This is an optimization exercise on Yosys and OpenROAD, whose aim is small area, not a production implementation.
Function was checked by simulation only, so behaviour that the tests miss may differ from the original.

==> run a: inputs <==
// le_lane_alu
module le_lane_alu (
    input  wire        clk,
    input  wire        rst,         
    input  wire        in_valid,
    input  wire [2:0]  op,
    input  wire        mod_sel,     
    input  wire [31:0] a,
    input  wire [31:0] b,
    input  wire [31:0] w,
    output reg         out_valid,
    output wire [31:0] x,
    output wire [31:0] y
);
export LEC_CHECK = 0
export ABC_AREA = 1
export CAP_MARGIN = 20
export CORE_MARGIN = 2
export CORE_UTILIZATION = 55
export CTS_CLUSTER_DIAMETER = 120
export CTS_CLUSTER_SIZE = 24
export GPL_TIMING_DRIVEN = 0
export SLEW_MARGIN = 20
export SYNTH_HIERARCHICAL = 1
export SYNTH_MINIMUM_KEEP_SIZE = 0
create_clock -name core_clock -period 18.0 [get_ports {clk}]
standard.sh (not shown) runs the stock make flow with config.mk's settings and CLKGATE_MAP_FILE= SYNTH_SCRIPT=/design/flow/synth_recipe.tcl, a recipe that flattens the netlist after the stock synthesis.
==> flow/flow/run.sh <==
#!/bin/bash
# Own flow: the standard layout, except that
#  - synthesis maps the logic between the flip-flops with flow/abc.script
#    (see abc_wrap.tcl); it is otherwise the standard flow's own script (synth_recipe.tcl),
#    so the registers and their names are the standard synthesis's;
#  - the buffers ORFS puts on every input and output port are buf_1 cells.
set -euo pipefail
W=$(pwd)
{ echo "set ::own_abc_script $W/flow/abc.script"; cat "$W/flow/abc_wrap.tcl" "$W/synth_recipe.tcl"; } > "$W/own_synth.tcl"
sed "s#SYNTH_SCRIPT=[^ ]*#SYNTH_SCRIPT=$W/own_synth.tcl#" "$W/standard.sh" > "$W/own_synth.sh"
grep -q "SYNTH_SCRIPT=$W/own_synth.tcl" "$W/own_synth.sh"
sed 's#^make -C \(.*\) "\${@:-finish}"$#make -C \1 BUFFER_PORTS_ARGS=-buffer_cell\\ sky130_fd_sc_hd__buf_1 "${@:-finish}"#' "$W/standard.sh" > "$W/own_layout.sh"
grep -q "BUFFER_PORTS_ARGS" "$W/own_layout.sh"
bash "$W/own_synth.sh" synth > "$W/synth.log" 2>&1
bash "$W/own_layout.sh" > "$W/layout.log" 2>&1
==> flow/flow/abc.script <==
strash
ifraig
scorr
dc2
strash
&get -n
&dch -f
&nf -R 1000 {D}
&put
==> flow/flow/abc_wrap.tcl <==
# Runs before synth_recipe.tcl. Every abc call of ORFS's synthesis is made with
# flow/abc.script (ABC's default mapping script for a liberty, with more area
# recovery rounds in &nf), and with the clock period in picoseconds (ORFS hands
# ABC the period in the SDC's unit, nanoseconds here, which ABC reads as
# picoseconds and so maps every cone for speed).
proc abc {args} {
  foreach opt {-script -D} {
    set i [lsearch -exact $args $opt]
    if {$i >= 0} { set args [lreplace $args $i [expr {$i + 1}]] }
  }
  set ps 18000
  if {[info exists ::env(FLOW_PERIOD_NS)] && $::env(FLOW_PERIOD_NS) ne ""} {
    set ps [expr {int(round($::env(FLOW_PERIOD_NS) * 1000))}]
  }
  yosys abc -script $::own_abc_script -D $ps {*}$args
}
==> run b: changes against run a <==
Settings changed: CORE_UTILIZATION 55 to 40, GPL_TIMING_DRIVEN 0 to unset.
==> summary of the runs <==
Count of clock-buffer cells in the layout is the same in run b and run a.
Between run a and run b, the lower register-to-register slack is in run a (gap 0.70 ns).
Against run a, the routed wire length of run b is lower by 3.6%.
Between run b and run a, the lower global-route usage is in run b (gap 10 points).
Sequential share of layout area is about the same in run a and run b.
Cell count: run a is smaller than run b (7.4%).
Against run b, the non-clock buffer count of run a is lower by 17.
In synthesized cell count, run a and run b do not differ.
Cell area: run b is smaller than run a (0.98%).
Of run b and run a, run a has the higher hold slack (gap 0.0014 ns).

---

==> inputs of 12-20 <==
le_lane_alu, a different RTL version from the one above (not shown whole).
==> flow/design.v (excerpt) <==
module le_lane_alu (
    input  wire        clk,
    input  wire        rst,         
    input  wire        in_valid,
    input  wire [2:0]  op,
    input  wire        mod_sel,     
    input  wire [31:0] a,
    input  wire [31:0] b,
    input  wire [31:0] w,
    output reg         out_valid,
    output wire [31:0] x,
    output wire [31:0] y
);
==> flow/config.mk <==
export PLATFORM = sky130hd
export DESIGN_NAME = le_lane_alu
export DESIGN_NICKNAME = le_lane_alu
export VERILOG_FILES = /design/flow/design.v
export SDC_FILE = /design/flow/constraint.sdc
export NUM_CORES = 4
export LEC_CHECK = 0
export ABC_AREA = 1
export CAP_MARGIN = 20
export CORE_MARGIN = 2
export CORE_UTILIZATION = 40
export CTS_CLUSTER_DIAMETER = 150
export CTS_CLUSTER_SIZE = 32
export SLEW_MARGIN = 20
export SYNTH_HIERARCHICAL = 1
export SYNTH_MINIMUM_KEEP_SIZE = 0
==> flow/constraint.sdc <==
create_clock -name core_clock -period 18.0 [get_ports {clk}]
set_input_delay 3.6000 -clock core_clock [delete_from_list [all_inputs] [get_ports {clk}]]
set_output_delay 3.6000 -clock core_clock [all_outputs]
set_load 0.01 [all_outputs]
Scripts as last shown in full above: flow/flow/run.sh, flow/flow/abc.script, flow/flow/abc_wrap.tcl
==> 01-26 (differences from 12-20) <==
--- a/flow/config.mk
+++ b/flow/config.mk
@@ -8,8 +8,8 @@
 export ABC_AREA = 1
-export CAP_MARGIN = 20
+export CAP_MARGIN = 5
 export CORE_MARGIN = 2
 export CORE_UTILIZATION = 40
-export CTS_CLUSTER_DIAMETER = 150
-export CTS_CLUSTER_SIZE = 32
-export SLEW_MARGIN = 20
+export CTS_CLUSTER_DIAMETER = 120
+export CTS_CLUSTER_SIZE = 24
+export SLEW_MARGIN = 5
 export SYNTH_HIERARCHICAL = 1
==> 11-13 (differences from 12-20) <==
--- a/flow/config.mk
+++ b/flow/config.mk
@@ -11,4 +11,2 @@
 export CORE_UTILIZATION = 40
-export CTS_CLUSTER_DIAMETER = 150
-export CTS_CLUSTER_SIZE = 32
 export SLEW_MARGIN = 20
==> notes <==
The lowest utilization belongs to 12-20, the highest to 11-13. Of 01-26 and 12-20, 12-20 has the higher worst hold slack (gap 12 ps). In die area, 12-20 and 01-26 do not differ. In 01-26 the critical path depth is lower than in 11-13, by 1. The lowest sequential share of layout area belongs to 11-13, the highest to 12-20. Of 01-26 and 11-13, 01-26 has the higher clock skew (gap 11 ps). 12-20 went through all stages and came out clean. 01-26 produced a clean layout. 11-13 finished with timing, DRC and antenna clean. Against 12-20, the first-iteration DRC count of 11-13 is lower by 6.7%. The highest maximum frequency belongs to 12-20, the lowest to 01-26. The lowest design area belongs to 12-20, the highest to 11-13.

[what the ideal ports hide]
In the flow no input, the clock included, has a driving cell. The finished layouts below were timed again as built, in two steps. Step 1 (the two cells are an assumption about what drives the block):
set clk [get_ports {clk}]
set_driving_cell -lib_cell sky130_fd_sc_hd__clkbuf_16 $clk
set_driving_cell -lib_cell sky130_fd_sc_hd__buf_2 [delete_from_list [all_inputs] $clk]
Step 2 moves the port delays by t, midway between the first and last clock arrival at a register: inputs arrive t later, outputs are due t later. That takes back most of the time a late clock gives input paths. a / b / c = ideal ports / drivers / drivers and shift; a / b = the first two.
run	t, ns	setup WS [ns]	latest minus earliest clock arrival (ns)
run a	0.598	1.029 / 1.029 / 1.029	0.028 / 0.028
run b	0.628	1.726 / 1.726 / 1.726	0.043 / 0.044
12-20	0.583	2.113 / 2.044 / 2.627	0.045 / 0.046
01-26	0.593	1.695 / 1.634 / 2.226	0.042 / 0.043
11-13	0.655	1.966 / 1.905 / 2.561	0.031 / 0.031
After both steps setup and hold are still met in every run listed.
